Context: an optimization exercise on an open-source flow, tuned for small area, a short achievable clock period and few clock cycles per item. The choices shown serve that exercise and are no tape-out recipe.
Where RTL was checked, it was by simulation tests only, not by an equivalence proof against the original.
Power figures rest on the tool's default switching activity, not on a simulated workload.

== main ==
## contone_block_dec
module contone_block_dec (
    input  wire       clk,
    input  wire       rst,           
    input  wire       in_valid,      
    output reg        in_ready,
    input  wire [7:0] in_data,
    input  wire       n_valid,       
    output reg        n_ready,
    input  wire [7:0] n_data,
    input  wire       n_sol,         
    output reg        out_valid,     
    input  wire       out_ready,
    output reg  [7:0] out_data,
    output reg        out_last       
);
For scale: about 1500 cells after synthesis, roughly 110 flip-flops, roughly 0.010 mm² of cells after synthesis.
Settings: LEC_CHECK=0, ABC_AREA=1, CAP_MARGIN=20, CORE_MARGIN=2, CORE_UTILIZATION=40, SLEW_MARGIN=20; clock period 12.0 ns.
standard.sh (not shown) runs the stock make flow with config.mk's settings and CLKGATE_MAP_FILE= SYNTH_SCRIPT=/design/flow/synth_recipe.tcl, a recipe that flattens the netlist after the stock synthesis.
==> flow/flow/run.sh <==
#!/bin/bash
# Standard layout with three changes after the standard synthesis: the
# slow delay buffers are not used for repair and port buffers, every port
# gets a plain buffer, and timing repair aims for 8.2 ns of setup slack.
set -euo pipefail
bash standard.sh synth > synth.log 2>&1
export DONT_USE_CELLS="sky130_fd_sc_hd__clkdlybuf4s15_1 sky130_fd_sc_hd__clkdlybuf4s15_2 sky130_fd_sc_hd__clkdlybuf4s18_1 sky130_fd_sc_hd__clkdlybuf4s18_2 sky130_fd_sc_hd__clkdlybuf4s25_1 sky130_fd_sc_hd__clkdlybuf4s25_2 sky130_fd_sc_hd__clkdlybuf4s50_1 sky130_fd_sc_hd__clkdlybuf4s50_2"
export BUFFER_PORTS_ARGS="-buffer_cell sky130_fd_sc_hd__buf_4"
export SETUP_SLACK_MARGIN=8.2
bash standard.sh > layout.log 2>&1
The following lists how the feature branch was set up differently from main:
-- flow/design.v --
<<< main, line 14
    output reg        out_last       
);
    reg  [21:0] bb;                  
    reg  [4:0]  bn;
    wire        in_fire = in_valid & in_ready;
    wire [1:0]  bm  = bn[4:3];
    wire [2:0]  pad = bn[2:0];
    reg  [21:0] bw;                      
    always @(*) begin
        case (bm)
            2'd0:    bw = {bb[6:0], 15'd0};
            2'd1:    bw = {bb[14:0], 7'd0};
            default: bw = {1'b0, bb[21:1]};
        endcase
    end
    wire [21:0] bws = bw >> pad;
    wire [14:0] win = bws[14:0];         
    wire [7:0]  hdr = bm[1] ? bb[15:8] : bb[7:0];
    reg         active;              
    reg         kzero, kesc;         
>>> the feature branch, line 14
    output reg        out_last       
);
    reg  [23:0] bb;                  
    reg  [4:0]  bn;
    wire        in_fire = in_valid & in_ready;
    wire [1:0]  bm  = bn[4:3];
    wire [2:0]  pad = bn[2:0];
    reg  [3:0]  bmo;
    reg  [7:0]  pado;
    wire [21:0] bw = ({bb[6:0], 15'd0}  & {22{bmo[0]}})      
                   | ({bb[14:0], 7'd0}  & {22{bmo[1]}})
                   | (bb[22:1]          & {22{bmo[2]}})
                   | ({7'd0, bb[23:9]}  & {22{bmo[3]}});
    reg  [14:0] win;                     
    integer     wi, wp;
    always @(*) begin
        win = 15'd0;
        for (wi = 0; wi < 15; wi = wi + 1)
            for (wp = 0; wp < 8; wp = wp + 1)
                win[wi] = win[wi] | (pado[wp] & bw[wi + wp]);
    end
    wire [7:0]  hdr = (bb[23:16] & {8{bmo[3]}}) | (bb[15:8] & {8{bmo[2]}}) | (bb[7:0] & {8{bmo[1]}});
    reg         active;              
    reg         kzero, kesc;         
<<< main, line 196
    always @(*)
        for (ri = 0; ri < 8; ri = ri + 1) begin
            rq0[ri] = ({1'b0, lim[4:0]} <= 6'd14 + ri);
            rq1[ri] = ({1'b0, lim[4:0]} <= 6'd6 + ri);
        end
    reg         room;
>>> the feature branch, line 200
    always @(*)
        for (ri = 0; ri < 8; ri = ri + 1) begin
            rq0[ri] = ({1'b0, lim[4:0]} <= 6'd16 + ri);
            rq1[ri] = ({1'b0, lim[4:0]} <= 6'd8 + ri);
        end
    reg         room;
<<< main, line 204
            room = |(oh & (in_fire ? rq1 : rq0));
        else
            room = in_fire ? (bnx <= 5'd6) : (bnx <= 5'd14);
    end
    wire [7:0]  w  = out_data;
>>> the feature branch, line 208
            room = |(oh & (in_fire ? rq1 : rq0));
        else
            room = in_fire ? (bnx <= 5'd8) : (bnx <= 5'd16);
    end
    wire [7:0]  w  = out_data;
<<< main, line 253
    always @(posedge clk) begin
        if (in_fire)
            bb <= {bb[13:0], in_data};
        if (take_hdr) begin
            kzero <= hdr[6] & ~hdr[7];
>>> the feature branch, line 257
    always @(posedge clk) begin
        if (in_fire)
            bb <= {bb[15:0], in_data};
        if (take_hdr) begin
            kzero <= hdr[6] & ~hdr[7];
<<< main, line 298
        if (rst) begin
            bn        <= 5'd0;
            in_ready  <= 1'b1;
            active    <= 1'b0;
>>> the feature branch, line 302
        if (rst) begin
            bn        <= 5'd0;
            bmo       <= 4'd1;
            pado      <= 8'd1;
            in_ready  <= 1'b1;
            active    <= 1'b0;
<<< main, line 307
        end else begin
            bn       <= bn_n;
            in_ready <= room;
            if (take_hdr)
>>> the feature branch, line 313
        end else begin
            bn       <= bn_n;
            bmo      <= code_go ? (lq[3] ? (4'd1 << hif1) : (4'd1 << hif)) : (4'd1 << bnx8[4:3]);
            pado     <= code_go ? (8'd1 << lq[2:0]) : (8'd1 << bnx8[2:0]);
            in_ready <= room;
            if (take_hdr)
--- outcome ---
Data arrival time of the critical path: the feature branch vs main up 0.03 ns
The feature branch vs. main: proportion of cell area occupied by multi-input gates went down by 2.1 points.
The non-clock buffer count in the final layout reported for the feature branch is smaller than that of main by 6.7%.
Compared with main, the feature branch shows data required time of the critical path higher by 0.05 ns.
The number of enable flip-flop cells after synthesis reported for the feature branch is greater than that of main by 2.
Lower worst-case setup margin in the final layout among main and the feature branch: main
On the feature branch: total power is about 9% higher than what main gave.
Wire length: the feature branch worse than main
main → the feature branch: utilization after layout saw an increase; combinational power was more or less identical; length of routed wiring on met1 increased by about 10% relative to the old numbers; global-route usage increased 0.63 points; depth of the worst register-to-register path went down by 8.
Compared to main, the feature branch has internal power component 14% higher.
Function was not checked in any run of this note: the RTL went through the layout flow alone.

* * *

The RTL this note starts from:
==> flow/design.v <==
module contone_block_dec (
    input  wire       clk,
    input  wire       rst,           
    input  wire       in_valid,      
    output reg        in_ready,
    input  wire [7:0] in_data,
    input  wire       n_valid,       
    output reg        n_ready,
    input  wire [7:0] n_data,
    input  wire       n_sol,         
    output reg        out_valid,     
    input  wire       out_ready,
    output reg  [7:0] out_data,
    output reg        out_last       
);
    reg  [23:0] bb;                  
    reg  [4:0]  bn;
    wire        in_fire = in_valid & in_ready;
    wire [1:0]  bm  = bn[4:3];
    wire [2:0]  pad = bn[2:0];
    reg  [21:0] bw;                      
    always @(*) begin
        case (bm)
            2'd0:    bw = {bb[6:0], 15'd0};
            2'd1:    bw = {bb[14:0], 7'd0};
            2'd2:    bw = bb[22:1];
            default: bw = {7'd0, bb[23:9]};
        endcase
    end
    wire [21:0] bws = bw >> pad;
    wire [14:0] win = bws[14:0];         
    wire [7:0]  hdr = (bm == 2'd3) ? bb[23:16] : (bm == 2'd2) ? bb[15:8] : bb[7:0];
    reg         active;              
    reg         kzero, kesc;         
    reg  [1:0]  sel_p;
    reg  [2:0]  sel_k;
    reg  [5:0]  cnt;                 
    reg  [1:0]  qa;                  
    reg         tv;
    reg  [7:0]  tz;
    reg  [1:0]  tp;
    reg         traw, tlast;
    reg         nv;
    reg  [7:0]  nr;
    reg         nsol;
    reg  [7:0]  nwp;                 
    reg         sv;                  
    reg  [7:0]  sd;
    reg         sl;
    wire        fire = tv & nv & ~sv;
    wire        tadv = ~tv | fire;
    wire        n_fire = n_valid & n_ready;
    wire        ones8 = &win[14:7];
    reg  [7:0]  oh;                  
    reg  [2:0]  q;
    integer     qi;
    always @(*) begin
        oh = 8'd0;
        q  = 3'd0;
        for (qi = 7; qi >= 0; qi = qi - 1)
            if (!win[14-qi]) begin
                oh = 8'd1 << qi;
                q  = qi[2:0];
            end
    end
    reg  [6:0]  tail;                
    integer     ti;
    always @(*) begin
        tail = 7'd0;
        for (ti = 0; ti < 8; ti = ti + 1)
            if (oh[ti]) tail = tail | ((win << (ti + 1)) >> 8);
    end
    wire [11:0] zq     = {qa, q, tail} >> (3'd7 - sel_k);
    wire [5:0]  lim    = {1'b0, bn} - 6'd1 - {3'd0, sel_k};      
    reg  [7:0]  fq;                      
    integer     fi;
    always @(*)
        for (fi = 0; fi < 8; fi = fi + 1)
            fq[fi] = !lim[5] && (lim[4:0] >= fi);
    wire        fits   = |(oh & fq);
    wire        bn8    = (bn >= 5'd8);
    reg         emit, take_hdr, chunk;
    reg  [7:0]  z;
    reg         raw;
    reg  [4:0]  bna;                 
    always @(*) begin
        emit = 1'b0; take_hdr = 1'b0; chunk = 1'b0;
        z = zq[7:0]; raw = 1'b0; bna = bn;
        if (!active) begin
            if (bn8) begin
                take_hdr = 1'b1;
                bna = {bm - 2'd1, 3'd0};
            end
        end else if (kzero) begin
            z    = 8'd0;
            emit = tadv;
        end else if (kesc || qa == 2'd3) begin
            z   = win[14:7];
            raw = kesc;
            if (bn8 && tadv) begin
                emit = 1'b1;
                bna  = bn - 5'd8;
            end
        end else if (ones8) begin
            chunk = 1'b1;
            bna   = bn - 5'd8;
        end else if (fits && tadv) begin
            emit = 1'b1;
            bna  = lim[4:0] - {2'd0, q};
        end
    end
    wire [4:0]  bn_n = in_fire ? bna + 5'd8 : bna;
    wire [7:0]  w  = out_data;
    wire [7:0]  nn = nr;
    wire [7:0]  nw = nwp;
    wire        a   = w < nn;            
    wire        wlt = w < nw;            
    wire        wgt = w > nw;            
    wire        d   = nw >= nn;
    wire        f   = nw <= nn;
    wire        case1 = !wgt & d;        
    wire        case2 = !wlt & f & !case1;  
    wire        pz  = !traw & !nsol;
    wire        p0  = pz & (tp == 2'd0);
    wire        p1  = pz & (tp == 2'd1);
    wire        p2  = pz & (tp == 2'd2);
    wire        p3  = pz & (tp == 2'd3);
    wire        p3e = p3 & !case1 & !case2;
    wire        useW = p0 | p2 | (p3 & (!(case1 | case2) | (case1 & a) | (case2 & !a)));
    wire        useN = (!traw & nsol) | p1 | p2 | (p3 & (!(case1 | case2) | (case1 & !a) | (case2 & a)));
    wire [7:0]  e   = tz[0] ? ~{1'b0, tz[7:1]} : {1'b0, tz[7:1]};
    wire [8:0]  ev  = traw ? {1'b0, tz} : p2 ? {e, 1'b0} : {e[7], e};
    wire [8:0]  opw = useW ? {1'b0, w} : 9'd0;
    wire [8:0]  opn = useN ? {1'b0, nn} : 9'd0;
    wire [8:0]  opm = p3e ? {1'b1, ~nw} : 9'd0;
    wire [8:0]  sum = opw + opn + opm + ev + {8'd0, p3e};
    wire [7:0]  cur = p2 ? sum[8:1] : sum[7:0];
    wire        tv_n = emit | (tv & ~fire);
    wire        nv_n = n_fire | (nv & ~fire);
    reg         sv_n;
    always @(*) begin
        sv_n = sv;
        if (sv) begin
            if (!out_valid || out_ready) sv_n = 1'b0;
        end else if (fire && out_valid && !out_ready)
            sv_n = 1'b1;
    end
    always @(posedge clk) begin
        if (in_fire)
            bb <= {bb[15:0], in_data};
        if (take_hdr) begin
            kzero <= hdr[6] & ~hdr[7];
            kesc  <= hdr[7];
            sel_p <= hdr[5:4];
            sel_k <= hdr[2:0];
        end
        if (take_hdr || emit)
            qa <= 2'd0;
        else if (chunk)
            qa <= qa + 2'd1;
        if (take_hdr)
            cnt <= 6'd0;
        else if (emit)
            cnt <= cnt + 6'd1;
        if (emit) begin
            tz    <= z;
            tp    <= sel_p;
            traw  <= raw;
            tlast <= (cnt == 6'd63);
        end
        if (n_fire) begin
            nr   <= n_data;
            nsol <= n_sol;
        end
        if (fire)
            nwp <= nr;
        if (sv) begin
            if (!out_valid || out_ready) begin
                out_data <= sd;
                out_last <= sl;
            end
        end else if (fire) begin
            if (!out_valid || out_ready) begin
                out_data <= cur;
                out_last <= tlast;
            end else begin
                sd <= cur;
                sl <= tlast;
            end
        end
        if (rst) begin
            bn        <= 5'd0;
            in_ready  <= 1'b1;
            active    <= 1'b0;
            tv        <= 1'b0;
            nv        <= 1'b0;
            n_ready   <= 1'b1;
            sv        <= 1'b0;
            out_valid <= 1'b0;
        end else begin
            bn       <= bn_n;
            in_ready <= (bn_n <= 5'd16);
            if (take_hdr)
                active <= 1'b1;
            else if (emit && cnt == 6'd63)
                active <= 1'b0;
            tv      <= tv_n;
            nv      <= nv_n;
            n_ready <= ~nv_n | (tv_n & ~sv_n);
            sv      <= sv_n;
            if (sv || fire)
                out_valid <= 1'b1;
            else if (out_ready)
                out_valid <= 1'b0;
        end
    end
endmodule
Settings: LEC_CHECK=0, CAP_MARGIN=20, CORE_MARGIN=2, CORE_UTILIZATION=40, SLEW_MARGIN=20; clock period 12.0 ns.
run.sh (not shown) runs the stock make flow with config.mk's settings and CLKGATE_MAP_FILE= SYNTH_SCRIPT=/design/flow/synth_recipe.tcl, a recipe that flattens the netlist after the stock synthesis.
Stock flow here: none of the scripts above is used.
Testbench counts at the start, summed over its fixed seeds: cycles 169,781, blocks 2,560.
==> next run, changes <==
--- a/flow/design.v
+++ b/flow/design.v
@@ -14,23 +14,13 @@
     output reg        out_last       
 );
     reg  [23:0] bb;                  
     reg  [4:0]  bn;
     wire        in_fire = in_valid & in_ready;
+    wire [38:0] ext = {bb, 15'd0};
+    wire [14:0] win = ext[bn +: 15];     
     wire [1:0]  bm  = bn[4:3];
-    wire [2:0]  pad = bn[2:0];
-    reg  [21:0] bw;                      
-    always @(*) begin
-        case (bm)
-            2'd0:    bw = {bb[6:0], 15'd0};
-            2'd1:    bw = {bb[14:0], 7'd0};
-            2'd2:    bw = bb[22:1];
-            default: bw = {7'd0, bb[23:9]};
-        endcase
-    end
-    wire [21:0] bws = bw >> pad;
-    wire [14:0] win = bws[14:0];         
     wire [7:0]  hdr = (bm == 2'd3) ? bb[23:16] : (bm == 2'd2) ? bb[15:8] : bb[7:0];
     reg         active;              
     reg         kzero, kesc;         
     reg  [1:0]  sel_p;
     reg  [2:0]  sel_k;
@@ -70,16 +60,11 @@
         for (ti = 0; ti < 8; ti = ti + 1)
             if (oh[ti]) tail = tail | ((win << (ti + 1)) >> 8);
     end
     wire [11:0] zq     = {qa, q, tail} >> (3'd7 - sel_k);
     wire [5:0]  lim    = {1'b0, bn} - 6'd1 - {3'd0, sel_k};      
-    reg  [7:0]  fq;                      
-    integer     fi;
-    always @(*)
-        for (fi = 0; fi < 8; fi = fi + 1)
-            fq[fi] = !lim[5] && (lim[4:0] >= fi);
-    wire        fits   = |(oh & fq);
+    wire        fits   = !lim[5] && (lim[4:0] >= {2'd0, q});
     wire        bn8    = (bn >= 5'd8);
     reg         emit, take_hdr, chunk;
     reg  [7:0]  z;
     reg         raw;
     reg  [4:0]  bna;                 
What happened:
- setup slack degrades by 0.15 ns
- register-to-register slack degrades by 0.15 ns
- worst hold slack improves by 0.018 ns
- flip-flop and latch count stays the same
- combinational power goes down by 43%
- non-clock buffer count goes up by 1
- total power goes down by 31%
- routed wire length goes up by 18%
- maximum frequency goes down by 2.4%
- sequential power goes down by 14%
Testbench counts after the change, summed over its fixed seeds: cycles 169,781, blocks 2,560.

-- afterwards: timing with drivers on the ports --
The flow's constraints put no driver on any port. The routed layouts listed below were extracted and timed again, unchanged, in two steps.
Step 1 assumes that a clkbuf_16 drives the clock port and a buf_2 every other input.
Step 2 adds t to the input delays and takes it off the output delays; t is the mean of the earliest and latest rising clock arrival at the registers after step 1. Input paths then give back, and output paths get back, about the clock's delay inside the block.
Slacks: ideal / step 1 / step 2; pairs: ideal / step 1.
| run | shift t [ns] | setup WS [ns] | clock arrival spread, ns | worst register clock-pin slew, ns |
|---|---|---|---|---|
| main | 0.411 | 8.268 / 8.295 / 7.884 | 0.007 / 0.008 | 0.09 / 0.09 |
| the feature branch | 0.469 | 8.285 / 8.308 / 7.840 | 0.013 / 0.013 | 0.06 / 0.06 |
| the first run of note 2 | 0.397 | 6.040 / 6.040 / 6.040 | 0.018 / 0.018 | 0.08 / 0.08 |
| the second run of note 2 | 0.402 | 5.892 / 5.893 / 5.893 | 0.010 / 0.011 | 0.07 / 0.07 |
After both steps setup and hold are still met in every run listed. The setup slack of the feature branch, which loses most, moves by +0.023 ns with the drivers and by -0.445 ns with both steps.
